This design comes from an exercise in tuning for small area, a short achievable clock period and few clock cycles on the open sky130 flow, not from production work. Only simulation tests tie the RTL to the original design; equivalence was not proved. No activity file was given, so power comes from the tool's default toggle rates.

==> design/flow/design.v <==
module angle_step (
    input  wire        clk,
    input  wire        rst,         
    input  wire        cfg_we,
    input  wire [4:0]  cfg_k,
    input  wire        s_valid,
    output wire        s_ready,
    input  wire [63:0] s_time,      
    input  wire [63:0] s_pos,       
    output wire        r_valid,
    input  wire        r_ready,
    output wire [31:0] r_angle,     
    output wire [63:0] r_time,      
    output wire [31:0] late_cnt,
    output wire [31:0] ovs_cnt,
    output wire        idle
);
    localparam [63:0] LATE_TICKS = 64'd24_000_000;   
    localparam [63:0] MIN_GAP    = 64'd12_000;       
    localparam [1:0] S_IDLE = 2'd0,
                     S_LOOP = 2'd1,
                     S_FIN  = 2'd2,
                     S_RUN  = 2'd3;
    reg [1:0]   state;
    reg [4:0]   k;
    reg         have_prev;
    reg         hw_valid;
    reg         last_valid;
    reg         out_v;
    reg         lead;               
    reg         prep;               
    reg [5:0]   cnt;                
    reg         late_f, ovs_f;      
    reg [63:0]  t_b, p_b;           
    reg [63:0]  hs;                 
    reg [63:0]  dq;                 
    reg [63:0]  x;                  
    reg [63:0]  d;                  
    reg [63:0]  qb;
    reg [63:0]  ra, rb;
    reg [63:0]  tc;                 
    reg [63:0]  last_tc;            
    reg [31:0]  ang;
    reg [31:0]  late_r, ovs_r;
    wire [4:0]  sh   = 5'd0 - k;                        
    wire [63:0] unit = 64'd1 << sh;                     
    wire [63:0] lo   = unit - 64'd1;                    
    wire st_idle = (state == S_IDLE);
    wire st_loop = (state == S_LOOP) && !prep;
    wire st_prep = (state == S_LOOP) && prep;
    wire st_fin  = (state == S_FIN);
    wire st_run  = (state == S_RUN);
    wire [63:0] pb_al = p_b & ~lo;
    wire        use_n = hw_valid && ($signed(hs) > $signed(p_b));
    wire [63:0] base  = use_n ? hs : pb_al;
    wire        act   = $signed(base) < $signed(s_pos & ~lo);
    wire [63:0] inc_in = st_idle ? base : hs;
    wire [63:0] inc_o  = ((inc_in | lo) + 64'd1) & ~lo;   
    assign s_ready = st_idle && !cfg_we;
    wire accept = s_valid && s_ready;
    wire        b    = dq[63];
    wire [66:0] a_a  = st_loop ? {2'b0, ra, 1'b0} : st_prep ? {3'b0, p_b} : {3'b0, ra};
    wire [66:0] a_b  = st_loop ? (b ? {3'b0, x} : 67'd0) :
                       st_fin  ? {4'b0, d[63:1]} :
                       st_run  ? {3'b0, rb} : 67'd0;
    wire [66:0] a_c1 = st_prep ? {3'b0, rb} : {3'b0, d};
    wire [66:0] pa   = a_a + a_b;
    wire [66:0] pa1  = pa - a_c1;
    wire [66:0] pa2  = pa - {2'b0, d, 1'b0};
    wire [66:0] b_a  = st_loop ? {2'b0, rb, 1'b0} : st_idle ? {3'b0, s_time} :
                       st_prep ? {3'b0, x} : {3'b0, tc};
    wire [66:0] b_b  = st_loop ? (b ? {3'b0, unit} : 67'd0) :
                       st_fin  ? {3'b0, dq} :
                       st_run  ? {3'b0, qb} : 67'd0;
    wire        cr   = !pa1[66];                        
    wire        b_ci = (st_fin || st_run) && cr;
    wire [67:0] pbw  = {b_a, b_ci} + {b_b, b_ci};
    wire [66:0] pb   = pbw[67:1];
    wire [66:0] b_c1 = st_loop ? {3'b0, d} : st_prep ? {3'b0, rb} : {3'b0, last_tc};
    wire [66:0] b_c2 = st_loop ? {2'b0, d, 1'b0} : {3'b0, t_b};
    wire [66:0] pb1  = pb - b_c1;
    wire [66:0] pb2  = pb - b_c2;
    wire        later = s_time > t_b;
    wire        ca2  = !pa2[66], ca1 = !pa1[66];
    wire        cb2  = !pb2[66], cb1 = !pb1[66];
    wire        ca_lo = ca1 && !ca2, cb_lo = cb1 && !cb2;
    wire [62:0] dq_hi = dq[62:0] + {62'd0, ca2};
    wire [63:0] qb_hi = qb + {63'd0, cb2};
    wire        skip16 = lead && (dq[63:48] == 16'd0);
    wire        skip4  = lead && (dq[63:60] == 4'd0);
    wire        res_now   = !late_f && !ovs_f;
    wire        late_nx   = (pb2[63:0] != 64'd0) && (pb2[63:0] < (64'd0 - LATE_TICKS));
    wire        gap_small = (pb1[63:0] < MIN_GAP);
    wire        inc_small = ({1'b0, qb} + {64'd0, cr}) < {1'b0, MIN_GAP};
    wire        ovs_nx    = (st_run && res_now) ? inc_small : (last_valid && gap_small);
    wire        last_st = (hs == pb_al);
    wire        can_go  = !out_v || r_ready;
    wire        cnt_up  = can_go && st_run && !res_now;
    wire [31:0] cnt_in  = late_f ? late_r : ovs_r;
    wire [31:0] cnt_inc = cnt_in + 32'd1;
    wire        cnt_sat = (cnt_in == 32'hFFFF_FFFF);
    assign idle     = st_idle && !out_v;
    assign r_valid  = out_v;
    assign r_angle  = ang;
    assign r_time   = last_tc;
    assign late_cnt = late_r;
    assign ovs_cnt  = ovs_r;
    always @(posedge clk) begin
        if (rst) begin
            state      <= S_IDLE;
            k          <= 5'd10;
            have_prev  <= 1'b0;
            hw_valid   <= 1'b0;
            last_valid <= 1'b0;
            out_v      <= 1'b0;
            late_r     <= 32'd0;
            ovs_r      <= 32'd0;
        end else begin
            if (out_v && r_ready)
                out_v <= 1'b0;
            if (cnt_up && !cnt_sat) begin
                if (late_f)
                    late_r <= cnt_inc;
                else
                    ovs_r  <= cnt_inc;
            end
            case (state)
            S_IDLE: begin
                if (cfg_we) begin
                    if (cfg_k >= 5'd6 && cfg_k <= 5'd16)
                        k <= cfg_k;
                    hw_valid   <= 1'b0;
                    last_valid <= 1'b0;
                end else if (accept) begin
                    if (!have_prev || later) begin
                        have_prev <= 1'b1;
                        t_b       <= s_time;
                        p_b       <= s_pos;
                    end
                    if (have_prev && later && act) begin
                        dq       <= pb2[63:0];
                        x        <= inc_o;
                        rb       <= p_b;
                        tc       <= t_b;
                        hs       <= inc_o;
                        hw_valid <= 1'b1;
                        ra       <= 64'd0;
                        qb       <= 64'd0;
                        cnt      <= 6'd0;
                        lead     <= 1'b1;
                        prep     <= 1'b1;
                        state    <= S_LOOP;
                    end
                end
            end
            S_LOOP: begin
                if (prep) begin
                    x    <= pb1[63:0];
                    d    <= pa1[63:0];
                    rb   <= 64'd0;
                    prep <= 1'b0;
                end
                if (skip16) begin
                    dq  <= {dq[47:0], 16'd0};
                    cnt <= cnt + 6'd16;
                end else if (skip4) begin
                    dq  <= {dq[59:0], 4'd0};
                    cnt <= cnt + 6'd4;
                end else if (!prep) begin
                    ra  <= ca2 ? pa2[63:0] : ca1 ? pa1[63:0] : pa[63:0];
                    rb  <= cb2 ? pb2[63:0] : cb1 ? pb1[63:0] : pb[63:0];
                    dq  <= {dq_hi, ca_lo};
                    qb  <= {qb_hi[62:0], cb_lo};
                    if (b)
                        lead <= 1'b0;
                    cnt <= cnt + 6'd1;
                    if (cnt == 6'd63)
                        state <= S_FIN;
                end
            end
            S_FIN: begin
                ra     <= cr ? pa1[63:0] : pa[63:0];
                tc     <= pb[63:0];
                late_f <= late_nx;
                ovs_f  <= ovs_nx;
                state  <= S_RUN;
            end
            S_RUN: begin
                if (can_go) begin
                    if (res_now) begin
                        out_v      <= 1'b1;
                        last_valid <= 1'b1;
                        last_tc    <= tc;
                        ang        <= hs[31:0];
                    end
                    ra     <= cr ? pa1[63:0] : pa[63:0];
                    tc     <= pb[63:0];
                    late_f <= late_nx;
                    ovs_f  <= ovs_nx;
                    if (last_st)
                        state <= S_IDLE;
                    else
                        hs <= inc_o;
                end
            end
            endcase
        end
    end
endmodule
==> design/flow/run.sh <==
#!/bin/bash
# synth_recipe.tcl (not shown) runs the flow's synth.tcl, then flattens the netlist and writes it again
# the make line also repeats each setting of config.mk as NAME=value (left out here)
make -C /OpenROAD-flow-scripts/flow DESIGN_CONFIG=/design/flow/config.mk WORK_HOME=/design/flow/orfs CLKGATE_MAP_FILE= SYNTH_SCRIPT=/design/flow/synth_recipe.tcl finish
==> design/flow/config.mk <==
export PLATFORM = sky130hd
export DESIGN_NAME = angle_step
export DESIGN_NICKNAME = angle_step
export VERILOG_FILES = /design/flow/design.v
export SDC_FILE = /design/flow/constraint.sdc
export NUM_CORES = 4
export LEC_CHECK = 0
export CAP_MARGIN = 20
export CORE_MARGIN = 2
export CORE_UTILIZATION = 40
export PLACE_DENSITY = 0.6
export SLEW_MARGIN = 20
==> design/flow/constraint.sdc <==
create_clock -name core_clock -period 14.0 [get_ports {clk}]
set_input_delay 2.8000 -clock core_clock [delete_from_list [all_inputs] [get_ports {clk}]]
set_output_delay 2.8000 -clock core_clock [all_outputs]
set_load 0.01 [all_outputs]
==> impl_metrics.env, run 1 <==
export IMPL_crit_required_ns=14.65
export IMPL_grt_max_degree=109
export IMPL_nFillCells=18400
export IMPL_gp_routability_congestion=1.06
export IMPL_whs_ns=0.448
export IMPL_crit_path_frequent_cell="buf_4"
export IMPL_multi_input_area_um2=50200
export IMPL_p_clk_frac=0.405
export IMPL_syn_avg_cell_area_um2=8.26
export IMPL_clock_skew_ns=0.0406
export IMPL_die_width_um=441
export IMPL_final_nets=11300
export IMPL_hpwl_um=344000
export IMPL_cts_tree="done"
export IMPL_antenna_left=0
export IMPL_cts_made_buffers=104
export IMPL_drt_first_pass_iters=7
export IMPL_sw_frac_of_total=0.314
export IMPL_cp_slowest_cell="or4_4"
export IMPL_async_flop_share=0
export IMPL_layout_common_cells="1399 x buf_4, 1022 x a21oi_1, 972 x nand2_1, 884 x nor2_1, 746 x edfxtp_1"
export IMPL_period_share=0.968
export IMPL_maxSlewHeadroom=0.164
export IMPL_global_route_overflow_total=0
export IMPL_final_core_util=0.508
export IMPL_clock_sinks=821
export IMPL_setup_ws_ns=0.445
export IMPL_ys_warn_count=1
export IMPL_synth_edff_count=746
export IMPL_synth_cell_types=114
export IMPL_grt_use_total=0.421
export IMPL_setup_tns_ns=0
export IMPL_place_ws_ns=-0.799
export IMPL_seq_area_um2=23900
export IMPL_p_seq_frac=0.363
export IMPL_clockBufferDepth=3
export IMPL_core_um2=190000
export IMPL_io_buffers=300
export IMPL_switching_power_mw=2.35
export IMPL_hp_class="reg -> reg"
export IMPL_ff2ff_path_depth=65
export IMPL_totalWireLength_um=423000
export IMPL_finalHoldViolCount=0
export IMPL_crit_path_end_kind="flop"
export IMPL_dpl_instance_area_um2=91600
export IMPL_finalCriticalPeriod_ns=13.55
export IMPL_first_global_vias=78000
export IMPL_synth_top_flop_cell="edfxtp_1"
export IMPL_synth_seq_cells=821
export IMPL_final_max_slew_violation_count=0
export IMPL_max_cap_violations=0
export IMPL_dieArea_um2=195000
export IMPL_p_int_mw=5.14
export IMPL_htreeDepth=3
export IMPL_setup_viol=0
export IMPL_drtIter0Drc=9347
export IMPL_initial_core_util=0.403
export IMPL_syn_area_um2=76500
export IMPL_area_delta_synth_final_pct=26.1
export IMPL_layout_drive_gt1_share=0.179
export IMPL_antenna_found_initial=13
export IMPL_routed_via_density=6.25
export IMPL_grt_pass1_wl_um=584000
export IMPL_drc=0
export IMPL_io_pins=301
export IMPL_leakage_nw=40.2
export IMPL_status="finished clean"
export IMPL_syn_inst=9259
export IMPL_criticalPathCategory="reg -> reg"
export IMPL_num_vias=82200
export IMPL_max_freq_mhz=73.8
export IMPL_start_kind="flop"
export IMPL_arrival_ns=14.20
export IMPL_ys_seq_area_frac=0.313
export IMPL_cts_root_buffer="clkbuf_16"
export IMPL_die_h_um=441
export IMPL_holdPathStages=0
export IMPL_clk_pin_slew_ns=0.06
export IMPL_worst_slew_pin_slew_ns=1.25
export IMPL_wl_per_cell_um=32.1
export IMPL_critPathMaxStageDelay_ns=0.59
export IMPL_layout_commonest_cell="buf_4"
export IMPL_clk_latency_ns=0.82
export IMPL_vdd_ir_drop_max_uv=96.6
export IMPL_combPwrFrac=0.232
export IMPL_stdcell_area_um2=96500
export IMPL_power_density_nw_per_um2=77.6
export IMPL_num_rows=160
export IMPL_path_max_fanout=10
-- cell usage after synthesis (43+ instances only) --
library cell / n / area share
a211oi_1: 65 / 0.0064
a21o_1: 317 / 0.031
a21oi_1: 1045 / 0.068
a221oi_1: 88 / 0.010
a22oi_1: 96 / 0.0094
a31oi_1: 64 / 0.0052
and2_1: 48 / 0.0039
and3_1: 64 / 0.0052
buf_1: 64 / 0.0031
clkbuf_1: 448 / 0.022
dfxtp_1: 75 / 0.020
edfxtp_1: 746 / 0.29
ha_1: 587 / 0.096
inv_1: 369 / 0.018
mux2_2: 43 / 0.0063
mux2i_1: 357 / 0.047
nand2_1: 977 / 0.048
nand2b_1: 80 / 0.0065
nand3_1: 284 / 0.019
nand4_1: 189 / 0.015
nor2_1: 899 / 0.044
nor2b_1: 94 / 0.0077
nor3_1: 115 / 0.0075
nor4_1: 70 / 0.0057
o211ai_1: 45 / 0.0044
o21a_1: 52 / 0.0051
o21ai_0: 586 / 0.038
o21bai_1: 64 / 0.0063
o22ai_1: 85 / 0.0070
o31ai_1: 55 / 0.0054
or3_1: 59 / 0.0048
xnor2_1: 372 / 0.043
xor2_1: 248 / 0.028
-- cell families (layout without fill, tap and decap cells) --
group,count (synthesis),in the layout,share of synthesized area
AOI/OAI and AO/OA,2878,2878,0.235
xor gates and xnor gates,620,620,0.0710
adders and majority gates,594,594,0.0977
buffers and inverters,913,2295,0.0454
DFF,821,821,0.313
muxes,402,402,0.0534
other,0,14,0
and+or+nand+nor,3031,3031,0.185
-- final timing paths --
kind | startpoint | endpoint | slack [ns]
worst max-delay path | state[0]$_SDFFE_PP0P_ | qb[62]$_SDFFCE_PP0P_ | 0.45
worst max register to register | state[0]$_SDFFE_PP0P_ | qb[62]$_SDFFCE_PP0P_ | 0.45
worst min-delay path | tc[61]$_DFFE_PP_ | last_tc[61]$_DFFE_PP_ | 0.45
worst min register to register | tc[61]$_DFFE_PP_ | last_tc[61]$_DFFE_PP_ | 0.45
-- registers in the layout, summed over array words and instances (netlist names), 2 cells and up --
signal   flops
t_b         64
rb          64
ang         32
x           64
state        2
d           64
k            5
hs          64
ovs_r       32
dq          64
last_tc     64
qb          64
p_b         64
ra          64
cnt          6
tc          64
late_r      32
-- area by class of cell --
class                      instances  area share
tap                             2511      0.0326
clock buffer                     129      0.0289
sequential                       821       0.248
multi-input combinational       7525       0.520
antenna                           14    0.000363
inverter                         374      0.0146
clock inverter                    64     0.00979
timing repair buffer            1728       0.145
-- per-layer routing --
layer  vias up  global-route usage  wire [um]
met2      4286               0.670     189000
met3      1343              0.0688      30700
met4         4               0.401      49500
met5         -                   0         27
li1      36900                   -          -
met1     39700               0.478     154000
-- stage by stage --
stage,std cells,total power [mW]
floorplan,9259,3.54
global placement,12900,4.43
detailed placement,12900,4.43
CTS,13100,7.45
global route,13200,7.66
finish,13200,7.49
-- power by group through the flow --
| stage | registers (mW) | clock network [mW] | logic [mW] |
|---|---|---|---|
| after floorplan | 2.76 | 0 | 0.783 |
| after global placement | 2.77 | 0 | 1.66 |
| after detailed placement | 2.77 | 0 | 1.66 |
| after CTS | 2.72 | 3.06 | 1.68 |
| after global routing | 2.72 | 3.13 | 1.82 |
| final | 2.72 | 3.03 | 1.74 |
-- critical path: cells and delay by family (launching register included) --
kind	cells	cell delay, ns
compound gates	27	5.35
simple gates	18	3.49
buf+inv	12	2.00
fa+ha+maj	6	1.78
xor+xnor	2	0.37
flops	1	0.34
-- timing repair --
item | in CTS | in global routing
hold buffers | 0 | 0
cloned | 0 | 1
setup buffers | 5 | 18
resized for setup | 38 | 139
pin swaps | 14 | 68
setup endpoints to repair | 130 | 149
Testbench counts, summed over its fixed seeds: cycles 108,193.
==> run 2, diff against run 1 <==
--- a/design/flow/design.v
+++ b/design/flow/design.v
@@ -19,7 +19,9 @@
     localparam [63:0] MIN_GAP    = 64'd12_000;       
-    localparam [1:0] S_IDLE = 2'd0,
-                     S_LOOP = 2'd1,
-                     S_FIN  = 2'd2,
-                     S_RUN  = 2'd3;
-    reg [1:0]   state;
+    localparam [2:0] S_IDLE = 3'd0,
+                     S_LOOP = 3'd1,
+                     S_RND  = 3'd2,
+                     S_FIN  = 3'd3,
+                     S_RUN  = 3'd4;
+    reg [2:0]   state;
+    reg         c_q;                
     reg [4:0]   k;
@@ -29,3 +31,2 @@
     reg         out_v;
-    reg         lead;               
     reg         prep;               
@@ -50,2 +51,3 @@
     wire st_prep = (state == S_LOOP) && prep;
+    wire st_rnd  = (state == S_RND);
     wire st_fin  = (state == S_FIN);
@@ -63,4 +65,4 @@
     wire [66:0] a_b  = st_loop ? (b ? {3'b0, x} : 67'd0) :
-                       st_fin  ? {4'b0, d[63:1]} :
-                       st_run  ? {3'b0, rb} : 67'd0;
+                       st_rnd  ? {4'b0, d[63:1]} :
+                       (st_fin || st_run) ? {3'b0, rb} : 67'd0;
     wire [66:0] a_c1 = st_prep ? {3'b0, rb} : {3'b0, d};
@@ -75,3 +77,3 @@
     wire        cr   = !pa1[66];                        
-    wire        b_ci = (st_fin || st_run) && cr;
+    wire        b_ci = (st_fin || st_run) && c_q;
     wire [67:0] pbw  = {b_a, b_ci} + {b_b, b_ci};
@@ -86,6 +88,14 @@
     wire        ca_lo = ca1 && !ca2, cb_lo = cb1 && !cb2;
-    wire [62:0] dq_hi = dq[62:0] + {62'd0, ca2};
-    wire [63:0] qb_hi = qb + {63'd0, cb2};
-    wire        skip16 = lead && (dq[63:48] == 16'd0);
-    wire        skip4  = lead && (dq[63:60] == 4'd0);
+    wire [62:0] dq_p1 = dq[62:0] + 63'd1;               
+    wire [63:0] qb_p1 = qb + 64'd1;
+    wire [62:0] dq_hi = ca2 ? dq_p1 : dq[62:0];
+    wire [63:0] qb_hi = cb2 ? qb_p1 : qb;
+    wire [63:0] nm1 = (dq[63:32] == 32'd0) ? {dq[31:0], 32'd0}  : dq;
+    wire [63:0] nm2 = (nm1[63:48] == 16'd0) ? {nm1[47:0], 16'd0} : nm1;
+    wire [63:0] nm3 = (nm2[63:56] == 8'd0)  ? {nm2[55:0], 8'd0}  : nm2;
+    wire [63:0] nm4 = (nm3[63:60] == 4'd0)  ? {nm3[59:0], 4'd0}  : nm3;
+    wire [63:0] nm5 = (nm4[63:62] == 2'd0)  ? {nm4[61:0], 2'd0}  : nm4;
+    wire [63:0] nm6 = (nm5[63] == 1'b0)     ? {nm5[62:0], 1'b0}  : nm5;
+    wire [5:0]  nlz = {dq[63:32] == 32'd0, nm1[63:48] == 16'd0, nm2[63:56] == 8'd0,
+                       nm3[63:60] == 4'd0, nm4[63:62] == 2'd0, nm5[63] == 1'b0};
     wire        res_now   = !late_f && !ovs_f;
@@ -93,3 +103,3 @@
     wire        gap_small = (pb1[63:0] < MIN_GAP);
-    wire        inc_small = ({1'b0, qb} + {64'd0, cr}) < {1'b0, MIN_GAP};
+    wire        inc_small = ({1'b0, qb} + {64'd0, c_q}) < {1'b0, MIN_GAP};
     wire        ovs_nx    = (st_run && res_now) ? inc_small : (last_valid && gap_small);
@@ -148,4 +158,2 @@
                         qb       <= 64'd0;
-                        cnt      <= 6'd0;
-                        lead     <= 1'b1;
                         prep     <= 1'b1;
@@ -160,11 +168,6 @@
                     rb   <= 64'd0;
+                    dq   <= nm6;
+                    cnt  <= nlz;
                     prep <= 1'b0;
-                end
-                if (skip16) begin
-                    dq  <= {dq[47:0], 16'd0};
-                    cnt <= cnt + 6'd16;
-                end else if (skip4) begin
-                    dq  <= {dq[59:0], 4'd0};
-                    cnt <= cnt + 6'd4;
-                end else if (!prep) begin
+                end else begin
                     ra  <= ca2 ? pa2[63:0] : ca1 ? pa1[63:0] : pa[63:0];
@@ -173,8 +176,11 @@
                     qb  <= {qb_hi[62:0], cb_lo};
-                    if (b)
-                        lead <= 1'b0;
                     cnt <= cnt + 6'd1;
                     if (cnt == 6'd63)
-                        state <= S_FIN;
+                        state <= S_RND;
                 end
+            end
+            S_RND: begin
+                ra     <= cr ? pa1[63:0] : pa[63:0];
+                c_q    <= cr;
+                state  <= S_FIN;
             end
@@ -182,2 +188,3 @@
                 ra     <= cr ? pa1[63:0] : pa[63:0];
+                c_q    <= cr;
                 tc     <= pb[63:0];
@@ -196,2 +203,3 @@
                     ra     <= cr ? pa1[63:0] : pa[63:0];
+                    c_q    <= cr;
                     tc     <= pb[63:0];
@@ -205,2 +213,3 @@
             end
+            default: state <= S_IDLE;
             endcase
==> run 2 against run 1 <==
Global-route usage is 3.1 points lower. Non-clock buffer count is 1220 lower. Clock skew is 0.0051 ns higher.
==> impl_metrics.env, run 2 <==
export IMPL_status="finished clean"
export IMPL_ff2ff_path_depth=32
export IMPL_stdcell_area_um2=87500
export IMPL_cts_root_buffer="clkbuf_16"
export IMPL_wl_per_cell_um=32.5
export IMPL_io_pins=301
export IMPL_place_ws_ns=1.53
export IMPL_maxSlewHeadroom=0.144
export IMPL_area_delta_synth_final_pct=12.4
export IMPL_drc=0
export IMPL_clk_pin_slew_ns=0.07
export IMPL_syn_avg_cell_area_um2=8.09
export IMPL_core_um2=193000
export IMPL_num_rows=161
export IMPL_synth_area_leaders="edfxtp_1 29%, ha_1 9.0%, a21oi_1 6.0%"
export IMPL_holdPathStages=0
export IMPL_max_freq_mhz=82.2
export IMPL_synth_seq_cells=822
export IMPL_antenna_found_initial=23
export IMPL_routed_via_density=6.44
export IMPL_leakage_nw=34.8
export IMPL_arrival_ns=12.79
export IMPL_grt_pass1_wl_um=557000
export IMPL_ys_warn_count=1
export IMPL_io_buffers=300
export IMPL_clk_latency_ns=0.81
export IMPL_cts_made_buffers=108
export IMPL_clock_sinks=822
export IMPL_stdcell_count=12300
export IMPL_finalCriticalPeriod_ns=12.17
export IMPL_layout_commonest_cell="nand2_1"
export IMPL_holdPathEnd="last_tc[57]$_DFFE_PP_"
export IMPL_hold_buffers=0
export IMPL_dpl_instance_area_um2=83800
export IMPL_rr_startpoint="state[1]$_SDFFE_PP0P_"
export IMPL_yosysMostFrequentCell="nand2_1"
export IMPL_cts_tree="done"
export IMPL_crit_path_end_kind="flop"
export IMPL_vdd_ir_drop_max_uv=89.6
export IMPL_grt_use_total=0.390
export IMPL_finalHoldViolCount=0
export IMPL_syn_inst=9622
export IMPL_clock_skew_ns=0.0457
export IMPL_gp_routability_congestion=1.04
export IMPL_layout_common_cells="1071 x nand2_1, 949 x nor2_1, 924 x a21oi_1, 768 x o21ai_0, 746 x edfxtp_1"
export IMPL_global_route_overflow_total=0
export IMPL_worst_slew_pin_slew_ns=1.27
export IMPL_dieArea_um2=198000
export IMPL_yosysTopAreaCellShare=0.288
export IMPL_htreeDepth=3
export IMPL_drt_first_pass_iters=9
export IMPL_drtIter0Drc=9864
export IMPL_synth_top_flop_cell="edfxtp_1"
export IMPL_syn_area_um2=77800
export IMPL_reg2reg_slack_ns=1.83
export IMPL_cts_setup_buffers=0
export IMPL_initial_core_util=0.403
export IMPL_antenna_left=0
export IMPL_num_vias=79300
export IMPL_path_max_fanout=24
export IMPL_placed_cells=12100
export IMPL_period_share=0.869
export IMPL_totalWireLength_um=401000
export IMPL_synth_edff_count=746
export IMPL_ctsResizeCount=0
export IMPL_synth_commonest_cells="1076 x nand2_1, 959 x nor2_1, 928 x a21oi_1"
export IMPL_worstHoldStart="tc[57]$_DFFE_PP_"
export IMPL_setup_tns_ns=0
export IMPL_layout_drive_gt1_share=0.0582
export IMPL_rsz0062_at_grt="no"
export IMPL_ys_seq_area_frac=0.307
export IMPL_clockBufferDepth=3
export IMPL_crit_required_ns=14.63
export IMPL_die_width_um=445
export IMPL_synth_top_cell_by_area="edfxtp_1"
export IMPL_first_global_vias=75400
export IMPL_max_cap_violations=0
export IMPL_hp_class="reg -> reg"
export IMPL_reg2reg_to="ovs_f$_DFFE_PP_"
export IMPL_grt_max_degree=129
export IMPL_setup_ws_ns=1.83
export IMPL_final_max_slew_violation_count=0
export IMPL_die_h_um=445
export IMPL_async_flop_share=0
export IMPL_setup_viol=0
export IMPL_power_density_nw_per_um2=79.8
export IMPL_final_core_util=0.453
export IMPL_critPathMaxStageDelay_ns=0.66
export IMPL_final_nets=10400
export IMPL_start_kind="flop"
export IMPL_cp_slowest_cell="xnor2_1"
export IMPL_criticalPathCategory="reg -> reg"
export IMPL_hpwl_um=318000
export IMPL_synth_cell_types=113
[run 2: cell count changes in the layout (fill, tap and decap cells not counted), moves of 71 or more]
cell      delta
a21oi_1     -98
buf_4     -1197
mux2i_1    -117
nand2_1     +99
o211ai_1    +74
o21ai_0    +201
o22ai_1     +71
[run 2: layout make-up]
type	instances	area (um2)
diodes	12	30.0
clock buffers	131	2870
clock inverters	70	771
fillers	19300	105000
inverters	438	1650
multi-input cells	7807	50400
flip-flops and latches	822	23900
well taps	2526	3160
repair buffers	508	4650
[run 2: worst max-delay path: cells and delay by family, from the launching register on]
family                   cells  cell delay, ns
AND/OR/NAND/NOR             14            4.90
buffers and inverters        1            0.62
flip-flops                   1            0.52
XOR/XNOR                     2            1.29
AO/OA/AOI/OAI               13            3.71
adder cells (fa/ha/maj)      2            0.90
[run 2: metal layers]
metal / up-vias / GRT usage / part of all wire
met4: 2 / 0.330 / 0.10
met3: 1117 / 0.0730 / 0.084
met5: - / 0 / 0.000047
met2: 4281 / 0.610 / 0.44
met1: 38300 / 0.462 / 0.37
li1: 35600 / - / -
[run 2: kinds of logic after synthesis]
kind of cell,count (synthesis),share of synthesized area
compound gates,3112,0.251
xor+xnor,647,0.0737
fa+ha+maj,586,0.0942
buf+inv,993,0.0486
flops,822,0.307
mux,281,0.0368
simple gates,3181,0.188
[run 2: power by group]
group	internal (mW)	switching [mW]	total [mW]	leakage, nW
Clock	1.69	1.30	2.99	1.76
Sequential	2.70	0.0356	2.74	7.43
Combinational	0.427	0.826	1.25	25.6
[run 2: how the worst max path moves through the flow]
stage,from,to
final,state[1]$_SDFFE_PP0P_,ovs_f$_DFFE_PP_
after global routing,state[1]$_SDFFE_PP0P_,ovs_f$_DFFE_PP_
after CTS,state[1]$_SDFFE_PP0P_,ovs_f$_DFFE_PP_
after detailed placement,s_time[0],ovs_f$_DFFE_PP_
after global placement,s_time[0],ovs_f$_DFFE_PP_
after floorplan,p_b[41]$_DFFE_PP_,ra[0]$_DFFE_PP_
[run 2: through the flow]
step | power [mW] | hold WS, ns
after floorplan | 3.48 | 0.427
final | 6.98 | 0.451
after global placement | 4.00 | 0.429
after detailed placement | 4.00 | 0.438
after CTS | 6.97 | 0.452
after global routing | 7.15 | 0.456
Testbench counts of run 2, summed over its fixed seeds: cycles 96,340.
==> run 3, diff against run 2 <==
--- a/design/flow/design.v
+++ b/design/flow/design.v
@@ -63,3 +63,3 @@
     wire        b    = dq[63];
-    wire [66:0] a_a  = st_loop ? {2'b0, ra, 1'b0} : st_prep ? {3'b0, p_b} : {3'b0, ra};
+    wire [66:0] a_a  = st_loop ? {2'b0, ra, 1'b0} : {3'b0, ra};
     wire [66:0] a_b  = st_loop ? (b ? {3'b0, x} : 67'd0) :
@@ -67,3 +67,3 @@
                        (st_fin || st_run) ? {3'b0, rb} : 67'd0;
-    wire [66:0] a_c1 = st_prep ? {3'b0, rb} : {3'b0, d};
+    wire [66:0] a_c1 = {3'b0, d};
     wire [66:0] pa   = a_a + a_b;
@@ -71,4 +71,4 @@
     wire [66:0] pa2  = pa - {2'b0, d, 1'b0};
-    wire [66:0] b_a  = st_loop ? {2'b0, rb, 1'b0} : st_idle ? {3'b0, s_time} :
-                       st_prep ? {3'b0, x} : {3'b0, tc};
+    wire [66:0] b_a  = (state == S_LOOP) ? {2'b0, rb, 1'b0} : st_idle ? {3'b0, s_time} :
+                       {3'b0, tc};
     wire [66:0] b_b  = st_loop ? (b ? {3'b0, unit} : 67'd0) :
@@ -80,3 +80,3 @@
     wire [66:0] pb   = pbw[67:1];
-    wire [66:0] b_c1 = st_loop ? {3'b0, d} : st_prep ? {3'b0, rb} : {3'b0, last_tc};
+    wire [66:0] b_c1 = (state == S_LOOP) ? {3'b0, d} : {3'b0, last_tc};
     wire [66:0] b_c2 = st_loop ? {2'b0, d, 1'b0} : {3'b0, t_b};
@@ -151,4 +151,5 @@
                         dq       <= pb2[63:0];
-                        x        <= inc_o;
-                        rb       <= p_b;
+                        ra       <= s_pos;          
+                        d        <= p_b;            
+                        rb       <= inc_o[63:1];
                         tc       <= t_b;
@@ -156,3 +157,2 @@
                         hw_valid <= 1'b1;
-                        ra       <= 64'd0;
                         qb       <= 64'd0;
@@ -167,2 +167,3 @@
                     d    <= pa1[63:0];
+                    ra   <= 64'd0;
                     rb   <= 64'd0;
--- a/design/flow/config.mk
+++ b/design/flow/config.mk
@@ -10,2 +10,3 @@
 export CORE_UTILIZATION = 40
+export CTS_BUF_LIST = sky130_fd_sc_hd__clkbuf_4 sky130_fd_sc_hd__clkbuf_8
 export PLACE_DENSITY = 0.6
==> run 3 against run 2 <==
Still clean. Via count down 1.5%. Worst hold slack worse by 0.0090 ns. Routed wire length down 9.7%. Synthesized cell count down 1.4%. Core utilization down 0.074 points. Total power down 2.6%.
==> impl_metrics.env, run 3 <==
export IMPL_max_cap_violations=0
export IMPL_cts_tree="done"
export IMPL_finalCriticalPeriod_ns=11.82
export IMPL_m1WireLength_um=143000
export IMPL_p_clk_frac=0.408
export IMPL_sw_frac_of_total=0.317
export IMPL_setup_tns_ns=0
export IMPL_io_pins=301
export IMPL_met3_length_um=32300
export IMPL_met2WireLength_um=155000
export IMPL_num_vias=78100
export IMPL_rr_startpoint="p_b[63]$_DFFE_PP_"
export IMPL_clk_latency_ns=0.99
export IMPL_num_rows=161
export IMPL_drt_first_pass_iters=9
export IMPL_period_share=0.845
export IMPL_syn_avg_cell_area_um2=8.20
export IMPL_final_nets=10300
export IMPL_worstHoldStart="tc[36]$_DFFE_PP_"
export IMPL_criticalPathCategory="reg -> reg"
export IMPL_holdPathStages=0
export IMPL_async_flop_share=0
export IMPL_max_freq_mhz=84.6
export IMPL_start_kind="flop"
export IMPL_die_h_um=445
export IMPL_synth_seq_cells=822
export IMPL_cp_slowest_cell="nor4_2"
export IMPL_synth_top_flop_cell="edfxtp_1"
export IMPL_antenna_left=0
export IMPL_antenna_found_initial=24
export IMPL_clk_pin_slew_ns=0.06
export IMPL_rsz0062_at_grt="no"
export IMPL_grt_max_degree=96
export IMPL_grt_pass1_wl_um=512000
export IMPL_setup_viol=0
export IMPL_vdd_ir_drop_max_uv=94.7
export IMPL_wl_per_cell_um=29.4
export IMPL_global_route_overflow_total=0
export IMPL_ys_warn_count=1
export IMPL_maxSlewHeadroom=0.195
export IMPL_synth_cell_types=122
export IMPL_stdcell_count=12300
export IMPL_reg2reg_to="rb[42]$_DFFE_PP_"
export IMPL_syn_inst=9492
export IMPL_clockBufferDepth=3
export IMPL_gp_routability_congestion=1.06
export IMPL_syn_area_um2=77900
export IMPL_clock_skew_ns=0.0709
export IMPL_cts_setup_buffers=0
export IMPL_cts_made_buffers=165
export IMPL_yosysTopAreaCellShare=0.288
export IMPL_status="finished clean"
export IMPL_initial_core_util=0.403
export IMPL_layout_commonest_cell="nand2_1"
export IMPL_worst_slew_pin_slew_ns=1.20
export IMPL_final_max_slew_violation_count=0
export IMPL_ff2ff_path_depth=32
export IMPL_dieArea_um2=198000
export IMPL_p_seq_frac=0.401
export IMPL_layout_drive_gt1_share=0.0678
export IMPL_core_um2=193000
export IMPL_power_density_nw_per_um2=77.8
export IMPL_first_global_vias=72600
export IMPL_synth_top_cell_by_area="edfxtp_1"
export IMPL_die_width_um=445
export IMPL_placed_cells=12000
export IMPL_cts_root_buffer="clkbuf_8"
export IMPL_grt_use_total=0.351
export IMPL_area_delta_synth_final_pct=12.2
export IMPL_holdPathEnd="last_tc[36]$_DFFE_PP_"
export IMPL_htreeDepth=4
export IMPL_clock_sinks=822
export IMPL_drc=0
export IMPL_hpwl_um=284000
export IMPL_crit_path_frequent_cell="a21o_1"
export IMPL_path_max_fanout=60
export IMPL_hp_class="reg -> reg"
export IMPL_crit_required_ns=14.58
export IMPL_hold_buffers=0
export IMPL_finalHoldViolCount=0
export IMPL_drtIter0Drc=10600
export IMPL_yosysMostFrequentCell="nand2_1"
export IMPL_layout_common_cells="1283 x nand2_1, 758 x nor2_1, 746 x edfxtp_1, 684 x a21oi_1, 651 x o21ai_0"
export IMPL_switching_power_mw=2.15
export IMPL_reg2reg_slack_ns=2.18
export IMPL_whs_ns=0.443
export IMPL_io_buffers=300
export IMPL_ctsResizeCount=0
export IMPL_arrival_ns=12.41
export IMPL_totalWireLength_um=362000
export IMPL_combPwrFrac=0.190
export IMPL_routed_via_density=6.35
export IMPL_synth_commonest_cells="1288 x nand2_1, 767 x nor2_1, 746 x edfxtp_1"
export IMPL_critPathMaxStageDelay_ns=1.08
export IMPL_leakage_nw=34.9
export IMPL_synth_edff_count=746
export IMPL_top_layer="met5"
export IMPL_synth_area_leaders="edfxtp_1 29%, ha_1 9.0%, nand2_1 6.2%"
export IMPL_ys_seq_area_frac=0.307
export IMPL_crit_path_end_kind="flop"
export IMPL_p_int_mw=4.64
==> run 3: cell count changes after synthesis, sizes merged, moves of 70 or more <==
cell   delta
nor2    -189
a21oi   -236
o22ai   -113
mux2i    +70
o21ai   -120
nand2   +213
nand3   +154
==> run 3: critical path, delay by kind of cell, from the launching register on <==
kind / cells / cell delay (ns)
AO/OA/AOI/OAI: 16 / 4.62
AND/OR/NAND/NOR: 9 / 3.35
buffers and inverters: 5 / 1.99
adder cells (fa/ha/maj): 2 / 0.89
flip-flops: 1 / 0.44
==> run 3: worst max-delay path by stage <==
stage          cells past startpoint                   from               end
5_1_grt                           36  state[2]$_SDFFE_PP0P_  rb[53]$_DFFE_PP_
3_3_place_gp                      29              s_time[1]  late_f$_DFFE_PP_
3_5_place_dp                      29              s_time[2]  late_f$_DFFE_PP_
6_report                          32      p_b[63]$_DFFE_PP_  rb[42]$_DFFE_PP_
2_1_floorplan                      3                    rst  ang[0]$_DFFE_PP_
4_1_cts                           34  state[2]$_SDFFE_PP0P_  rb[53]$_DFFE_PP_
==> run 3: through the flow <==
stage               setup WS [ns]  total power [mW]  area (um2)   util
floorplan                   0.882              3.54       77900      -
global placement             2.12              4.02       83800  0.434
detailed placement           2.03              4.03       83800  0.434
CTS                          2.71              6.79       87300  0.452
global route                 2.03              7.00       87300  0.453
finish                       2.18              6.80       87400  0.453
==> run 3: power groups by stage <==
stage	Clock [mW]	Sequential, mW	Combinational [mW]
after floorplan	0	2.77	0.768
after global placement	0	2.78	1.24
after detailed placement	0	2.78	1.25
after CTS	2.80	2.73	1.26
after global routing	2.91	2.73	1.37
final	2.78	2.73	1.29
==> run 3: logic make-up (layout without fill, tap and decap cells) <==
logic type,after synthesis,after routing,synth area share
fa+ha+maj,579,579,0.0933
simple gates,3356,3356,0.200
mux,356,356,0.0469
other cells,0,14,0
xor+xnor,624,624,0.0715
compound gates,2752,2752,0.232
buf+inv,1003,1264,0.0490
flops,822,822,0.307
==> run 3: cell type report <==
cell class / count / area (um2)
sequential: 822 / 23900
clock buffer: 231 / 2850
inverter: 477 / 1800
fill: 19200 / 106000
antenna: 14 / 35.0
multi-input combinational: 7667 / 50400
timing repair buffer: 484 / 4480
clock inverter: 72 / 664
tap: 2526 / 3160
==> run 3: layer usage <==
metal | GRT usage | vias up
met2 | 0.527 | 4366
met1 | 0.448 | 37400
met3 | 0.0621 | 965
li1 | - | 35300
met5 | 0 | -
met4 | 0.268 | 6
Testbench counts of run 3, summed over its fixed seeds: cycles 96,340.
==> run 4, diff against run 3 <==
--- a/design/flow/design.v
+++ b/design/flow/design.v
@@ -35,3 +35,3 @@
     reg [63:0]  t_b, p_b;           
-    reg [63:0]  hs;                 
+    reg [63:16] hs;                 
     reg [63:0]  dq;                 
@@ -43,7 +43,21 @@
     reg [63:0]  last_tc;            
-    reg [31:0]  ang;
+    reg [31:16] ang;
     reg [31:0]  late_r, ovs_r;
-    wire [4:0]  sh   = 5'd0 - k;                        
-    wire [63:0] unit = 64'd1 << sh;                     
-    wire [63:0] lo   = unit - 64'd1;                    
+    wire [63:0] unit, lo;
+    genvar gi;
+    generate
+        for (gi = 0; gi < 64; gi = gi + 1) begin : g_unit
+            if (gi < 16) begin : g_lo
+                assign unit[gi] = 1'b0;
+                assign lo[gi]   = 1'b1;
+            end else if (gi <= 26) begin : g_mid
+                assign unit[gi] = (k == 32 - gi);
+                assign lo[gi]   = (k < 32 - gi);
+            end else begin : g_hi
+                assign unit[gi] = 1'b0;
+                assign lo[gi]   = 1'b0;
+            end
+        end
+    endgenerate
+    wire [63:0] hs64 = {hs, 16'd0};
     wire st_idle = (state == S_IDLE);
@@ -55,6 +69,6 @@
     wire [63:0] pb_al = p_b & ~lo;
-    wire        use_n = hw_valid && ($signed(hs) > $signed(p_b));
-    wire [63:0] base  = use_n ? hs : pb_al;
+    wire        use_n = hw_valid && ($signed(hs64) > $signed(p_b));
+    wire [63:0] base  = use_n ? hs64 : pb_al;
     wire        act   = $signed(base) < $signed(s_pos & ~lo);
-    wire [63:0] inc_in = st_idle ? base : hs;
+    wire [63:0] inc_in = st_idle ? base : hs64;
     wire [63:0] inc_o  = ((inc_in | lo) + 64'd1) & ~lo;   
@@ -103,5 +117,5 @@
     wire        gap_small = (pb1[63:0] < MIN_GAP);
-    wire        inc_small = ({1'b0, qb} + {64'd0, c_q}) < {1'b0, MIN_GAP};
+    wire        inc_small = c_q ? (qb < MIN_GAP - 64'd1) : (qb < MIN_GAP);
     wire        ovs_nx    = (st_run && res_now) ? inc_small : (last_valid && gap_small);
-    wire        last_st = (hs == pb_al);
+    wire        last_st = (hs64 == pb_al);
     wire        can_go  = !out_v || r_ready;
@@ -113,3 +127,3 @@
     assign r_valid  = out_v;
-    assign r_angle  = ang;
+    assign r_angle  = {ang, 16'd0};
     assign r_time   = last_tc;
@@ -155,3 +169,3 @@
                         tc       <= t_b;
-                        hs       <= inc_o;
+                        hs       <= inc_o[63:16];
                         hw_valid <= 1'b1;
@@ -201,3 +215,3 @@
                         last_tc    <= tc;
-                        ang        <= hs[31:0];
+                        ang        <= hs[31:16];
                     end
@@ -211,3 +225,3 @@
                     else
-                        hs <= inc_o;
+                        hs <= inc_o[63:16];
                 end
--- a/design/flow/config.mk
+++ b/design/flow/config.mk
@@ -10,3 +10,2 @@
 export CORE_UTILIZATION = 40
-export CTS_BUF_LIST = sky130_fd_sc_hd__clkbuf_4 sky130_fd_sc_hd__clkbuf_8
 export PLACE_DENSITY = 0.6
==> run 4 against run 3 <==
Worst setup slack better by 0.047 ns. Count of clock-buffer cells in the layout fell by 95. Critical endpoint is now dq[56]$_DFFE_PP_. Routed wire length shrank 12%. Core utilization decreased by 0.10 points. Synthesized cell count fell by 9.4%. Total power up 110%. Synthesized area decreased by 7.9%. Via count down 9.6%. Clock skew is 0.016 ns lower. Critical path depth up 8. Largest cell class unchanged. Clock power fell by 5%.
==> impl_metrics.env, run 4 <==
export IMPL_status="finished clean"
export IMPL_drtIter0Drc=9713
export IMPL_synth_edff_count=714
export IMPL_synth_xor_area_frac=0.0705
export IMPL_path_max_fanout=73
export IMPL_clockBufferDepth=3
export IMPL_grt_use_total=0.338
export IMPL_grt_max_degree=149
export IMPL_synth_top_family_by_area="compound AO/OA/AOI/OAI gates"
export IMPL_setup_tns_ns=0
export IMPL_totalWireLength_um=319000
export IMPL_finalCriticalPeriod_ns=11.78
export IMPL_die_width_um=427
export IMPL_setup_viol=0
export IMPL_cts_setup_buffers=0
export IMPL_global_route_overflow_total=0
export IMPL_synth_seq_cells=790
export IMPL_final_max_slew_violation_count=0
export IMPL_hpwl_um=252000
export IMPL_num_rows=155
export IMPL_gp_routability_congestion=1.04
export IMPL_power_density_nw_per_um2=181
export IMPL_layout_drive_gt1_share=0.0537
export IMPL_final_nets=9358
export IMPL_crit_path_end_kind="flop"
export IMPL_synth_top_cell_by_area="edfxtp_1"
export IMPL_muxShareOfSynthArea=0.0526
export IMPL_grt_pass1_wl_um=454000
export IMPL_synth_fa_ha_area_frac=0.0968
export IMPL_max_cap_violations=0
export IMPL_core_um2=178000
export IMPL_criticalPathCategory="reg -> reg"
export IMPL_ys_warn_count=1
export IMPL_rsz0062_at_grt="no"
export IMPL_io_pins=301
export IMPL_io_buffers=284
export IMPL_num_vias=70600
export IMPL_worst_slew_pin_slew_ns=1.24
export IMPL_initial_core_util=0.402
export IMPL_synth_area_leaders="edfxtp_1 30%, ha_1 9.2%, nand2_1 6.0%"
export IMPL_routed_via_density=6.34
export IMPL_max_freq_mhz=84.9
export IMPL_drt_first_pass_iters=9
export IMPL_cts_made_buffers=100
export IMPL_leakage_nw=33.2
export IMPL_ys_seq_area_frac=0.320
export IMPL_clk_latency_ns=0.78
export IMPL_layout_common_cells="1147 x nand2_1, 714 x edfxtp_1, 657 x nor2_1, 657 x a21oi_1, 657 x o21ai_0"
export IMPL_maxSlewHeadroom=0.166
export IMPL_start_kind="flop"
export IMPL_syn_area_um2=71700
export IMPL_crit_path_frequent_cell="o21ai_0"
export IMPL_finalHoldViolCount=0
export IMPL_synth_top_flop_cell="edfxtp_1"
export IMPL_yosysMostFrequentCell="nand2_1"
export IMPL_antenna_found_initial=24
export IMPL_yosysTopAreaCellShare=0.299
export IMPL_synth_cell_types=108
export IMPL_crit_required_ns=14.47
export IMPL_async_flop_share=0
export IMPL_cp_slowest_cell="o21ai_2"
export IMPL_p_total_mw=14.6
export IMPL_hold_buffers=0
export IMPL_clk_pin_slew_ns=0.07
export IMPL_die_h_um=427
export IMPL_period_share=0.841
export IMPL_synth_commonest_cells="1150 x nand2_1, 714 x edfxtp_1, 666 x nor2_1"
export IMPL_hp_class="reg -> reg"
export IMPL_cts_root_buffer="clkbuf_16"
export IMPL_drc=0
export IMPL_first_global_vias=65000
export IMPL_htreeDepth=3
export IMPL_syn_avg_cell_area_um2=8.33
export IMPL_dieArea_um2=183000
export IMPL_antenna_left=0
export IMPL_clock_skew_ns=0.0549
export IMPL_wl_per_cell_um=28.7
export IMPL_synthSimpleGateAreaFrac=0.178
export IMPL_syn_inst=8601
export IMPL_critPathMaxStageDelay_ns=0.86
export IMPL_area_delta_synth_final_pct=12.3
export IMPL_arrival_ns=12.24
export IMPL_clock_sinks=790
export IMPL_vdd_ir_drop_max_uv=174
export IMPL_cts_tree="done"
export IMPL_ctsResizeCount=0
export IMPL_layout_commonest_cell="nand2_1"
export IMPL_synth_compound_area_frac=0.231
## run 4: report_power, final
| group | internal, mW | switching [mW] | total [mW] |
|---|---|---|---|
| registers | 2.92 | 0.104 | 3.02 |
| logic | 2.93 | 6.00 | 8.93 |
| clock network | 1.47 | 1.18 | 2.65 |
| total | 7.33 | 7.28 | 14.6 |
## run 4: cell type report
cell class	count	area, um2
antenna	16	40.0
timing repair buffer	436	4070
clock inverter	49	464
fill	17500	97700
inverter	470	1780
clock buffer	136	2780
multi-input combinational	6890	45500
tap	2355	2950
sequential	790	23000
## run 4: stage by stage
step / std cells / utilization / area (um2) / hold slack [ns] / setup WS, ns
CTS: 11100 / 0.451 / 80400 / 0.407 / 2.48
detailed placement: 10900 / 0.433 / 77200 / 0.434 / 2.10
finish: 11100 / 0.452 / 80500 / 0.421 / 2.22
global placement: 10900 / 0.433 / 77200 / 0.432 / 2.07
floorplan: 8616 / - / 71700 / 0.426 / 2.81
global route: 11100 / 0.452 / 80500 / 0.432 / 1.66
## run 4: final timing paths
path	from	endpoint	slack, ns	cells past startpoint
hold / removal	tc[34]$_DFFE_PP_	last_tc[34]$_DFFE_PP_	0.42	0
hold reg to reg	tc[34]$_DFFE_PP_	last_tc[34]$_DFFE_PP_	0.42	0
setup / recovery	state[0]$_SDFFE_PP0P_	dq[56]$_DFFE_PP_	2.22	40
setup reg to reg	state[0]$_SDFFE_PP0P_	dq[56]$_DFFE_PP_	2.22	40
## run 4: critical path: cells and delay by family (launching register included)
kind | cells | cell delay, ns
AO/OA/AOI/OAI | 21 | 5.97
XOR/XNOR | 2 | 0.40
adder cells (fa/ha/maj) | 2 | 0.66
buffers and inverters | 4 | 1.33
flip-flops | 1 | 0.61
AND/OR/NAND/NOR | 11 | 2.42
## run 4: kinds of logic after synthesis
kind of cell	Yosys count
adders and majority gates	556
DFF	790
other	1
AOI/OAI and AO/OA	2584
muxes	367
and+or+nand+nor	2796
buffers and inverters	936
xor gates and xnor gates	571
## run 4: layer usage
| metal | part of all wire | vias up | GRT usage |
|---|---|---|---|
| met5 | 0.00013 | - | 0 |
| met4 | 0.050 | 6 | 0.145 |
| met3 | 0.11 | 559 | 0.0735 |
| met2 | 0.41 | 3976 | 0.485 |
| met1 | 0.43 | 34400 | 0.483 |
| li1 | - | 31700 | - |
Testbench counts of run 4, summed over its fixed seeds: cycles 96,340.
==> run 5, diff against run 4 <==
--- a/design/flow/config.mk
+++ b/design/flow/config.mk
@@ -10,2 +10,3 @@
 export CORE_UTILIZATION = 40
+export CTS_BUF_LIST = sky130_fd_sc_hd__clkbuf_4 sky130_fd_sc_hd__clkbuf_8
 export PLACE_DENSITY = 0.6
==> run 5 against run 4 <==
Routed wire length up 0.20%. Synthesized area unchanged. Cell area is essentially flat. Total power fell by 0.57%. Critical path depth is 3 lower. Flip-flop and latch count unchanged. Worst hold slack improved by 0.014 ns. Clock power fell by 3%. Highest routed layer unchanged.
==> impl_metrics.env, run 5 <==
export IMPL_die_width_um=427
export IMPL_initial_core_util=0.402
export IMPL_clk_latency_ns=0.98
export IMPL_setup_tns_ns=0
export IMPL_cts_root_buffer="clkbuf_8"
export IMPL_combPwrFrac=0.615
export IMPL_synth_top_cell_by_area="edfxtp_1"
export IMPL_syn_area_um2=71700
export IMPL_hpwl_um=252000
export IMPL_cts_made_buffers=157
export IMPL_maxSlewHeadroom=0.164
export IMPL_global_route_overflow_total=0
export IMPL_async_flop_share=0
export IMPL_grt_pass1_wl_um=455000
export IMPL_antenna_left=0
export IMPL_criticalPathCategory="reg -> reg"
export IMPL_sw_frac_of_total=0.503
export IMPL_crit_required_ns=14.67
export IMPL_p_clk_frac=0.176
export IMPL_antenna_found_initial=19
export IMPL_clock_skew_ns=0.0642
export IMPL_critPathTopFamily="compound AO/OA/AOI/OAI gates"
export IMPL_vdd_ir_drop_max_uv=172
export IMPL_drtIter0Drc=9674
export IMPL_start_kind="flop"
export IMPL_critPathMaxStageDelay_ns=0.84
export IMPL_synth_area_leaders="edfxtp_1 30%, ha_1 9.2%, nand2_1 6.0%"
export IMPL_hold_buffers=0
export IMPL_placed_cells=10900
export IMPL_yosysMostFrequentCell="nand2_1"
export IMPL_setup_ws_ns=2.38
export IMPL_totalWireLength_um=320000
export IMPL_first_global_vias=65600
export IMPL_synth_commonest_cells="1150 x nand2_1, 714 x edfxtp_1, 666 x nor2_1"
export IMPL_hp_class="reg -> reg"
export IMPL_clk_pin_slew_ns=0.06
export IMPL_drt_first_pass_iters=10
export IMPL_dieArea_um2=183000
export IMPL_io_pins=301
export IMPL_max_cap_violations=0
export IMPL_syn_avg_cell_area_um2=8.33
export IMPL_worst_slew_pin_slew_ns=1.25
export IMPL_period_share=0.830
export IMPL_io_buffers=284
export IMPL_switching_power_mw=7.30
export IMPL_ctsResizeCount=0
export IMPL_grt_max_degree=149
export IMPL_ys_seq_area_frac=0.320
export IMPL_die_h_um=427
export IMPL_rsz0062_at_grt="no"
export IMPL_yosysTopAreaCellShare=0.299
export IMPL_syn_inst=8601
export IMPL_power_density_nw_per_um2=180
export IMPL_routed_via_density=6.31
export IMPL_setup_viol=0
export IMPL_reg2reg_slack_ns=2.38
export IMPL_finalHoldViolCount=0
export IMPL_wl_per_cell_um=28.5
export IMPL_layout_commonest_cell="nand2_1"
export IMPL_synth_cell_types=108
export IMPL_clock_sinks=790
export IMPL_p_int_mw=7.22
export IMPL_crit_path_end_kind="flop"
export IMPL_synth_seq_cells=790
export IMPL_cts_tree="done"
export IMPL_clockBufferDepth=3
export IMPL_grt_use_total=0.339
export IMPL_cp_slowest_cell="o21ai_2"
export IMPL_gp_routability_congestion=1.04
export IMPL_status="finished clean"
export IMPL_arrival_ns=12.30
export IMPL_leakage_nw=33.4
export IMPL_final_nets=9415
export IMPL_path_max_fanout=61
export IMPL_cts_setup_buffers=0
export IMPL_stdcell_count=11200
export IMPL_htreeDepth=4
export IMPL_place_ws_ns=2.10
export IMPL_num_rows=155
export IMPL_synth_top_flop_cell="edfxtp_1"
export IMPL_worst_path_buf_inv=4
export IMPL_area_delta_synth_final_pct=12.3
export IMPL_finalCriticalPeriod_ns=11.62
export IMPL_final_max_slew_violation_count=0
export IMPL_ys_warn_count=1
export IMPL_p_seq_frac=0.208
export IMPL_layout_common_cells="1147 x nand2_1, 714 x edfxtp_1, 657 x nor2_1, 657 x a21oi_1, 657 x o21ai_0"
export IMPL_synth_edff_count=714
export IMPL_drc=0
export IMPL_core_um2=178000
export IMPL_max_freq_mhz=86.1
export IMPL_layout_drive_gt1_share=0.0651
export IMPL_num_vias=71000
export IMPL_final_core_util=0.452
## run 5: stage by stage
step | total power, mW | instance area [um2] | hold WS, ns
after floorplan | 8.57 | 71700 | 0.426
after global placement | 11.6 | 77200 | 0.432
after detailed placement | 11.6 | 77200 | 0.434
after CTS | 14.2 | 80400 | 0.429
after global routing | 15.1 | 80500 | 0.448
final | 14.5 | 80500 | 0.435
## run 5: path summary, 6_finish.rpt
path / startpoint / end / cells after the start
worst max-delay path: state[0]$_SDFFE_PP0P_ / dq[56]$_DFFE_PP_ / 37
worst min register to register: tc[55]$_DFFE_PP_ / last_tc[55]$_DFFE_PP_ / 0
worst min-delay path: tc[55]$_DFFE_PP_ / last_tc[55]$_DFFE_PP_ / 0
worst max register to register: state[0]$_SDFFE_PP0P_ / dq[56]$_DFFE_PP_ / 37
## run 5: layer usage
layer / wire length (um) / track usage
met5: 13 / 0
met4: 15400 / 0.148
met3: 36800 / 0.0756
met2: 131000 / 0.488
met1: 137000 / 0.482
## run 5: logic make-up after synthesis
family | count (synthesis) | synth area share
and+or+nand+nor | 2796 | 0.178
AOI/OAI and AO/OA | 2584 | 0.231
buffers and inverters | 936 | 0.0501
DFF | 790 | 0.320
xor gates and xnor gates | 571 | 0.0705
adders and majority gates | 556 | 0.0968
muxes | 367 | 0.0526
other | 1 | 0.0000523
## run 5: power groups by stage
stage                     Sequential, mW  Combinational, mW  Clock (mW)
after floorplan                     3.01               5.55           0
after global placement              3.06               8.50           0
after detailed placement            3.06               8.55           0
after CTS                           3.02               8.60        2.58
after global routing                3.03               9.44        2.67
final                               3.02               8.94        2.56
## run 5: final cells by class
| type | count | area [um2] |
|---|---|---|
| clock buffers | 206 | 2570 |
| well taps | 2355 | 2950 |
| repair buffers | 436 | 4070 |
| inverters | 470 | 1780 |
| flip-flops and latches | 790 | 23000 |
| multi-input cells | 6890 | 45500 |
| fillers | 17600 | 97800 |
| clock inverters | 84 | 662 |
| diodes | 16 | 40.0 |
==> run 6, diff against run 5 <==
--- a/design/flow/config.mk
+++ b/design/flow/config.mk
@@ -12,2 +12,3 @@
 export PLACE_DENSITY = 0.6
+export SETUP_SLACK_MARGIN = 3.0
 export SLEW_MARGIN = 20
==> run 6 against run 5 <==
Still clean on timing, DRC and antenna. Count of clock-buffer cells in the layout increased by 9. Via count grew 0.22%. Synthesized area unchanged. Largest cell class unchanged.
==> impl_metrics.env, run 6 <==
export IMPL_status="finished clean"
export IMPL_stdcell_count=11300
export IMPL_maxSlewHeadroom=0.208
export IMPL_synth_area_leaders="edfxtp_1 30%, ha_1 9.2%, nand2_1 6.0%"
export IMPL_global_route_overflow_total=0
export IMPL_critPathTopFamily="compound AO/OA/AOI/OAI gates"
export IMPL_dpl_instance_area_um2=77100
export IMPL_combPwrFrac=0.619
export IMPL_initial_core_util=0.402
export IMPL_cts_root_buffer="clkbuf_8"
export IMPL_ys_seq_area_frac=0.320
export IMPL_async_flop_share=0
export IMPL_synth_edff_count=714
export IMPL_grt_use_total=0.340
export IMPL_clock_sinks=790
export IMPL_layout_commonest_cell="nand2_1"
export IMPL_p_clk_frac=0.174
export IMPL_final_core_util=0.453
export IMPL_syn_avg_cell_area_um2=8.33
export IMPL_num_vias=71100
export IMPL_num_rows=155
export IMPL_p_seq_frac=0.207
export IMPL_worst_path_buf_inv=4
export IMPL_criticalPathCategory="in -> reg"
export IMPL_rsz0062_at_grt="yes"
export IMPL_io_buffers=284
export IMPL_htreeDepth=4
export IMPL_synth_cell_types=108
export IMPL_cp_slowest_cell="o31ai_2"
export IMPL_antenna_found_initial=28
export IMPL_routed_via_density=6.32
export IMPL_leakage_nw=33.5
export IMPL_synth_xor_area_frac=0.0705
export IMPL_arrival_ns=11.74
export IMPL_placed_cells=10900
export IMPL_start_kind="input port"
export IMPL_crit_path_frequent_cell="a211oi_1"
export IMPL_totalWireLength_um=324000
export IMPL_drtIter0Drc=10200
export IMPL_syn_inst=8601
export IMPL_synthSimpleGateAreaFrac=0.178
export IMPL_setup_ws_ns=2.89
export IMPL_switching_power_mw=7.36
export IMPL_final_nets=9424
export IMPL_synth_top_cell_by_area="edfxtp_1"
export IMPL_setup_tns_ns=0
export IMPL_path_max_fanout=99
export IMPL_critPathMaxStageDelay_ns=0.68
export IMPL_stdcell_area_um2=80800
export IMPL_clockBufferDepth=3
export IMPL_grt_max_degree=129
export IMPL_synth_fa_ha_area_frac=0.0968
export IMPL_max_freq_mhz=90.0
export IMPL_worst_slew_pin_slew_ns=1.18
export IMPL_syn_area_um2=71700
export IMPL_place_ws_ns=1.81
export IMPL_yosysMostFrequentCell="nand2_1"
export IMPL_layout_common_cells="1147 x nand2_1, 714 x edfxtp_1, 655 x o21ai_0, 654 x nor2_1, 651 x a21oi_1"
export IMPL_clk_pin_slew_ns=0.07
export IMPL_yosysTopAreaCellShare=0.299
export IMPL_reg2reg_slack_ns=3.24
export IMPL_crit_required_ns=14.63
export IMPL_core_um2=178000
export IMPL_die_h_um=427
export IMPL_io_pins=301
export IMPL_crit_path_end_kind="flop"
export IMPL_dieArea_um2=183000
export IMPL_gp_routability_congestion=1.02
export IMPL_vdd_ir_drop_max_uv=152
export IMPL_finalCriticalPeriod_ns=11.11
export IMPL_antenna_left=0
export IMPL_power_density_nw_per_um2=181
export IMPL_wl_per_cell_um=28.8
export IMPL_die_width_um=427
export IMPL_clk_latency_ns=0.94
export IMPL_cts_made_buffers=159
export IMPL_synth_seq_cells=790
export IMPL_muxShareOfSynthArea=0.0526
export IMPL_max_cap_violations=0
export IMPL_area_delta_synth_final_pct=12.7
export IMPL_period_share=0.793
export IMPL_ys_warn_count=1
export IMPL_hp_class="reg -> reg"
export IMPL_p_int_mw=7.25
export IMPL_sw_frac_of_total=0.504
export IMPL_final_max_slew_violation_count=0
export IMPL_first_global_vias=65400
export IMPL_hpwl_um=254000
export IMPL_synth_commonest_cells="1150 x nand2_1, 714 x edfxtp_1, 666 x nor2_1"
export IMPL_grt_pass1_wl_um=455000
export IMPL_synth_compound_area_frac=0.231
export IMPL_cts_tree="done"
export IMPL_layout_drive_gt1_share=0.0692
export IMPL_drc=0
export IMPL_clock_skew_ns=0.0604
export IMPL_finalHoldViolCount=0
export IMPL_setup_viol=0
export IMPL_drt_first_pass_iters=10
export IMPL_synth_top_family_by_area="compound AO/OA/AOI/OAI gates"
export IMPL_synth_top_flop_cell="edfxtp_1"
==> run 6: what timing repair did <==
action                                  4_1_cts  5_1_grt
cloned                                        0        3
resized for setup                             8       48
endpoints found under the setup margin       39      240
hold buffers                                  0        0
buffers inserted                              1       10
pin swaps                                     0        7
==> run 6: final timing paths <==
check / startpoint / endpoint / depth (start not counted)
max: s_time[0] / rb[11]$_SDFFCE_PP0P_ / 29
min: tc[63]$_DFFE_PP_ / last_tc[63]$_DFFE_PP_ / 0
max reg2reg: prep$_DFFE_PP_ / dq[0]$_DFFE_PP_ / 37
min reg2reg: tc[63]$_DFFE_PP_ / last_tc[63]$_DFFE_PP_ / 0
==> run 6: routing by layer <==
| layer | vias to the layer above | part of all wire | global-route usage |
|---|---|---|---|
| met5 | - | 0.00018 | 0 |
| met4 | 10 | 0.044 | 0.135 |
| met3 | 548 | 0.11 | 0.0748 |
| met2 | 4174 | 0.41 | 0.492 |
| met1 | 34500 | 0.43 | 0.487 |
| li1 | 31900 | - | - |
==> run 6: cells by family (layout without fill, tap and decap cells) <==
family | Yosys count | count (layout)
buffers and inverters | 936 | 1196
multiplexers | 367 | 367
other | 1 | 37
adder cells (fa/ha/maj) | 556 | 556
AND/OR/NAND/NOR | 2796 | 2796
AO/OA/AOI/OAI | 2584 | 2586
flip-flops | 790 | 790
XOR/XNOR | 571 | 571
==> run 6: area by class of cell <==
cell class,count,area (um2)
sequential,790,23000
fill,17600,97400
inverter,470,1780
timing repair buffer,441,4150
multi-input combinational,6892,45700
tap,2355,2950
clock buffer,215,2650
antenna,21,52.6
clock inverter,70,564
==> run 6: power by group through the flow <==
stage	combinational [mW]	clock (mW)	sequential [mW]
finish	9.04	2.54	3.03
global route	9.53	2.66	3.03
CTS	8.59	2.57	3.02
detailed placement	8.54	0	3.06
global placement	8.54	0	3.06
floorplan	5.55	0	3.01
==> run 6: stage by stage <==
step	hold WS [ns]	total power [mW]
2_1_floorplan	0.426	8.57
3_3_place_gp	0.431	11.6
3_5_place_dp	0.433	11.6
4_1_cts	0.422	14.2
5_1_grt	0.437	15.2
6_report	0.410	14.6
==> run 7, diff against run 6 <==
--- a/design/flow/config.mk
+++ b/design/flow/config.mk
@@ -9,5 +9,5 @@
 export CORE_MARGIN = 2
-export CORE_UTILIZATION = 40
+export CORE_UTILIZATION = 45
 export CTS_BUF_LIST = sky130_fd_sc_hd__clkbuf_4 sky130_fd_sc_hd__clkbuf_8
-export PLACE_DENSITY = 0.6
+export PLACE_DENSITY = 0.65
 export SETUP_SLACK_MARGIN = 3.0
==> run 7 against run 6 <==
Still clean on timing, DRC and antenna. Non-clock buffer count fell by 1. Clock power fell by 4%. Total power fell by 2.3%. Flip-flop and latch count did not move. Critical endpoint is now qb[50]$_SDFFCE_PP0P_.
==> impl_metrics.env, run 7 <==
export IMPL_arrival_ns=11.42
export IMPL_holdPathEnd="last_tc[34]$_DFFE_PP_"
export IMPL_synth_commonest_cells="1150 x nand2_1, 714 x edfxtp_1, 666 x nor2_1"
export IMPL_vdd_ir_drop_max_uv=148
export IMPL_setup_tns_ns=0
export IMPL_ys_warn_count=1
export IMPL_crit_required_ns=14.63
export IMPL_status="finished clean"
export IMPL_setup_viol=0
export IMPL_hpwl_um=243000
export IMPL_layout_drive_gt1_share=0.0697
export IMPL_antenna_left=0
export IMPL_ys_seq_area_frac=0.320
export IMPL_maxSlewHeadroom=0.0716
export IMPL_critPathTopFamily="compound AO/OA/AOI/OAI gates"
export IMPL_grt_use_total=0.368
export IMPL_synth_top_cell_by_area="edfxtp_1"
export IMPL_clockBufferDepth=3
export IMPL_drt_first_pass_iters=10
export IMPL_criticalPathCategory="in -> reg"
export IMPL_cts_tree="done"
export IMPL_io_pins=301
export IMPL_synth_seq_cells=790
export IMPL_htreeDepth=4
export IMPL_critPathMaxStageDelay_ns=0.71
export IMPL_die_width_um=403
export IMPL_final_nets=9417
export IMPL_leakage_nw=33.4
export IMPL_synth_area_leaders="edfxtp_1 30%, ha_1 9.2%, nand2_1 6.0%"
export IMPL_rsz0062_at_grt="yes"
export IMPL_syn_avg_cell_area_um2=8.33
export IMPL_grt_max_degree=130
export IMPL_num_rows=146
export IMPL_initial_core_util=0.453
export IMPL_syn_inst=8601
export IMPL_max_freq_mhz=92.7
export IMPL_rr_startpoint="dq[63]$_DFFE_PP_"
export IMPL_core_um2=158000
export IMPL_clk_latency_ns=0.95
export IMPL_grt_pass1_wl_um=441000
export IMPL_drtIter0Drc=9889
export IMPL_hp_class="reg -> reg"
export IMPL_path_max_fanout=11
export IMPL_routed_via_density=6.45
export IMPL_start_kind="input port"
export IMPL_cts_made_buffers=155
export IMPL_worstHoldStart="tc[34]$_DFFE_PP_"
export IMPL_layout_common_cells="1147 x nand2_1, 714 x edfxtp_1, 655 x nor2_1, 655 x o21ai_0, 649 x a21oi_1"
export IMPL_holdPathStages=0
export IMPL_ff2ff_path_depth=40
export IMPL_yosysTopAreaCellShare=0.299
export IMPL_cts_root_buffer="clkbuf_8"
export IMPL_layout_commonest_cell="nand2_1"
export IMPL_async_flop_share=0
export IMPL_reg2reg_slack_ns=3.25
export IMPL_place_ws_ns=2.03
export IMPL_clock_skew_ns=0.0570
export IMPL_clock_sinks=790
export IMPL_synth_top_flop_cell="edfxtp_1"
export IMPL_synth_edff_count=714
export IMPL_worst_path_buf_inv=2
export IMPL_cp_slowest_cell="or3_1"
export IMPL_synth_cell_types=108
export IMPL_antenna_found_initial=32
export IMPL_power_density_nw_per_um2=178
export IMPL_worst_slew_pin_slew_ns=1.38
export IMPL_setup_ws_ns=3.21
export IMPL_die_h_um=403
export IMPL_hold_buffers=0
export IMPL_first_global_vias=65200
export IMPL_finalCriticalPeriod_ns=10.79
run 7: cell counts after synthesis:
Identical to the previous run, type by type.
run 7: cell families after synthesis:
family,count (synthesis),share of synthesized area
DFF,790,0.320
buffers and inverters,936,0.0501
other,1,0.0000523
and+or+nand+nor,2796,0.178
xor gates and xnor gates,571,0.0705
adders and majority gates,556,0.0968
muxes,367,0.0526
AOI/OAI and AO/OA,2584,0.231
run 7: stage by stage:
stage	power, mW	cells	cell area [um2]
finish	14.3	11000	80200
global route	14.9	10900	80200
CTS	13.9	10900	79900
detailed placement	11.4	10700	76800
global placement	11.4	10700	76800
floorplan	8.57	8616	71800
run 7: layout make-up:
| cell class | instances | area, um2 |
|---|---|---|
| Sequential cell | 790 | 23000 |
| Antenna cell | 13 | 32.5 |
| Clock inverter | 51 | 348 |
| Timing Repair Buffer | 440 | 4110 |
| Tap cell | 2072 | 2590 |
| Inverter | 470 | 1770 |
| Multi-Input combinational cell | 6890 | 45700 |
| Fill cell | 15100 | 78100 |
| Clock buffer | 226 | 2700 |
run 7: timing repair:
action / in CTS / in global routing
endpoints found under the setup margin: 125 / 213
pin swaps: 1 / 6
buffers inserted: 4 / 6
cloned: 0 / 0
gates resized for setup: 8 / 46
run 7: routing by layer:
metal,global-route usage,routed length [um],up-vias
met2,0.512,123000,4257
met5,0,74,-
met3,0.0978,39900,620
met1,0.524,130000,33900
met4,0.174,16500,12
li1,-,-,31900
run 7: power breakdown:
group	internal (mW)	switching, mW	leakage (nW)
registers	2.92	0.103	7.10
clock network	1.30	1.13	1.62
logic	2.93	5.89	24.7
run 7: worst max-delay path by stage:
| stage | startpoint | endpoint | slack (ns) |
|---|---|---|---|
| after global placement | s_time[21] | late_f$_DFFE_PP_ | 2.10 |
| after detailed placement | s_time[21] | late_f$_DFFE_PP_ | 2.03 |
| after CTS | state[0]$_SDFFE_PP0P_ | late_f$_DFFE_PP_ | 3.06 |
| after floorplan | hs[16]$_DFFE_PP_ | ra[0]$_DFFE_PP_ | 4.26 |
| final | s_time[1] | qb[50]$_SDFFCE_PP0P_ | 3.21 |
| after global routing | s_time[9] | late_f$_DFFE_PP_ | 2.81 |

Setup slack of run 7, layout unchanged: 3.211 ns with ideal ports, 3.235 ns with driving cells assumed (clock clkbuf_16, inputs buf_2), 2.226 ns with port delays also shifted by the 1.010 ns mid clock arrival.
